Source: an optimization exercise on an open RTL-to-GDS flow (aim: small area and a short achievable clock period). Production flows keep margins and buffers that such runs may drop. The RTL was checked by simulation tests, not by an equivalence proof against the original design.

==> flow/design.v (excerpt) <==
module reel_block_rx (
  input  wire        clk,
  input  wire        rst,
  input  wire [39:0] in_data,
  input  wire        in_valid,
  output reg  [39:0] out_data,
  output reg         out_valid,
  output reg         stat_valid,
  output reg         stat_hdr_ok,
  output reg  [7:0]  stat_blk,
  output reg  [7:0]  stat_seq,
  output reg         stat_clean_a,
  output reg         stat_clean_b
);
Size in the first run: about 6900 cells after synthesis, ~77000 sq um of cells after synthesis.
clock: 7.0 ns
lec_check: 0
cap_margin: 20
core_margin: 2
core_utilization: 75
cts_buf_list: sky130_fd_sc_hd__clkbuf_16 sky130_fd_sc_hd__clkbuf_8
cts_cluster_diameter: 100
cts_cluster_size: 20
setup_slack_margin: 4.55
slew_margin: 20
run.sh (not shown) runs the stock make flow with config.mk's settings and CLKGATE_MAP_FILE= SYNTH_SCRIPT=/design/flow/synth_recipe.tcl, a recipe that flattens the netlist after the stock synthesis.
Rerun with:
--- a/flow/config.mk
+++ b/flow/config.mk
@@ -9,7 +9,7 @@
 export CORE_MARGIN = 2
 export CORE_UTILIZATION = 75
-export CTS_BUF_LIST = sky130_fd_sc_hd__clkbuf_16 sky130_fd_sc_hd__clkbuf_8
 export CTS_CLUSTER_DIAMETER = 100
 export CTS_CLUSTER_SIZE = 20
+export PLACE_DENSITY = 0.85
 export SETUP_SLACK_MARGIN = 4.55
 export SLEW_MARGIN = 20
Result:
- The new run completed with no timing, DRC or antenna violations
- non-clock buffer count went up by 2
- utilization barely changes
- routed wire length went up by 1.3%
- first-iteration DRC count went up by 9.3%
- hold slack is worse by 0.011 ns
Rerun with:
--- a/flow/config.mk
+++ b/flow/config.mk
@@ -6,10 +6,9 @@
 export NUM_CORES = 4
 export LEC_CHECK = 0
-export CAP_MARGIN = 20
+export CAP_MARGIN = 5
 export CORE_MARGIN = 2
 export CORE_UTILIZATION = 75
 export CTS_CLUSTER_DIAMETER = 100
 export CTS_CLUSTER_SIZE = 20
-export PLACE_DENSITY = 0.85
 export SETUP_SLACK_MARGIN = 4.55
-export SLEW_MARGIN = 20
+export SLEW_MARGIN = 5
After rerunning:
- The new run finished with timing, DRC and antenna clean
- worst setup slack barely changes
- die area does not change
- sequential share of layout area stays flat
- clock-buffer cell count came out higher by 8
- utilization stays flat
- global-route usage shrinks by 0.56 points
Rerun with:
--- a/flow/config.mk
+++ b/flow/config.mk
@@ -6,9 +6,9 @@
 export NUM_CORES = 4
 export LEC_CHECK = 0
-export CAP_MARGIN = 5
+export CAP_MARGIN = 20
 export CORE_MARGIN = 2
-export CORE_UTILIZATION = 75
+export CORE_UTILIZATION = 70
 export CTS_CLUSTER_DIAMETER = 100
 export CTS_CLUSTER_SIZE = 20
 export SETUP_SLACK_MARGIN = 4.55
-export SLEW_MARGIN = 5
+export SLEW_MARGIN = 20
What happened: The changed run finished with timing, DRC and antenna clean. Die area came out higher by 7.1%. Synthesized cell count is unchanged. Wire length is higher by 0.93%. Final cell count rose by 0.70%.

* * *

run A:
reel_block_rx again, from the RTL that the note above started with.
Settings: LEC_CHECK=0, CAP_MARGIN=20, CORE_MARGIN=2, CORE_UTILIZATION=75, CTS_CLUSTER_DIAMETER=100, CTS_CLUSTER_SIZE=20, SETUP_SLACK_MARGIN=4.7, SLEW_MARGIN=20; clock period 7.0 ns.
Run A: no failed stages, no open violations at the end
> inputs changed (run A -> run B)
Settings: SETUP_SLACK_MARGIN: 4.7 -> 4.6; CTS_CLUSTER_SIZE: 20 -> 30; CTS_CLUSTER_DIAMETER: 100 -> 60.
--- outcome ---
Run B: PASS, flow complete, no timing, DRC or antenna violations
Delta(count of filler cells inserted in the layout, run B - run A) < 0
diff inputs: run B => run C
Settings: changing CTS_CLUSTER_SIZE from 30 to 20; changing SETUP_SLACK_MARGIN from 4.6 to 4.55; changing CTS_CLUSTER_DIAMETER from 60 to 100.
Results
- When run C is set beside run B, its final area turns out to be 2.8% smaller.
- Taking run B as the reference, in run C port buffer count held steady; post-synthesis simple-gate area fraction now sits at about the same level; count of instances resized after the clock tree is built now sits lower.
diff inputs: run C => run D
Settings: CORE_UTILIZATION: 75 -> 80; SLEW_MARGIN: 20 -> 5; CAP_MARGIN: 20 -> 5.
### Flow results
Both conditions hold for run C: the flow ran to the end and the final layout passed the timing, design-rule and antenna checks. Having completed the whole flow, run D delivered a layout that passed the timing, design-rule and antenna checks. Diff run D..run C | maximum frequency | negligible. [run D] die width fell 3.1% relative to run C. Run D: buffer count from post-CTS setup fixing is 4 higher than what run C reported. Compared with run C, in run D depth of the most critical reg-to-reg path rose by 3; clock latency of the later-clocked register in the worst-skew pair stayed essentially flat; routed wire length rose by 4.3%. Non-clock buffer count in run D is 5 higher than in run C. Worst path setup slack after routing: run D vs run C — no meaningful difference. For the count of clock-buffer cells in the layout, run D came in 5 lower than run C did.

-- re-timing with driven ports --
In the flow no input, the clock included, has a driving cell. The finished layouts below were timed again as built, in two steps.
Step 1 (the two cells are an assumption about what drives the block):
set clk [get_ports {clk}]
set_driving_cell -lib_cell sky130_fd_sc_hd__clkbuf_16 $clk
set_driving_cell -lib_cell sky130_fd_sc_hd__buf_2 [delete_from_list [all_inputs] $clk]
Step 2 also shifts input and output timing later by t, the mid clock arrival at the registers, as if the neighbouring blocks saw the same clock.
a / b / c = ideal / step 1 / step 2; a / b = the first two.
run	t (ns)	slack for setup (ns)	worst data-port slew with drivers (ns)
the first run of note 1	0.774	4.418 / 4.336 / 3.895	0.05
the second run of note 1	0.764	4.429 / 4.351 / 3.789	0.05
the third run of note 1	0.758	4.428 / 4.346 / 3.854	0.05
the fourth run of note 1	0.769	4.433 / 4.354 / 3.795	0.05
run A	0.759	4.456 / 4.374 / 3.951	0.05
run B	0.812	4.351 / 4.270 / 3.849	0.06
run C	0.772	4.419 / 4.336 / 3.892	0.05
run D	0.758	4.420 / 4.341 / 3.812	0.06
After both steps every run listed still meets setup and hold. The setup slack of the second run of note 1, which loses most, moves by -0.078 ns with the drivers and by -0.640 ns with both steps.
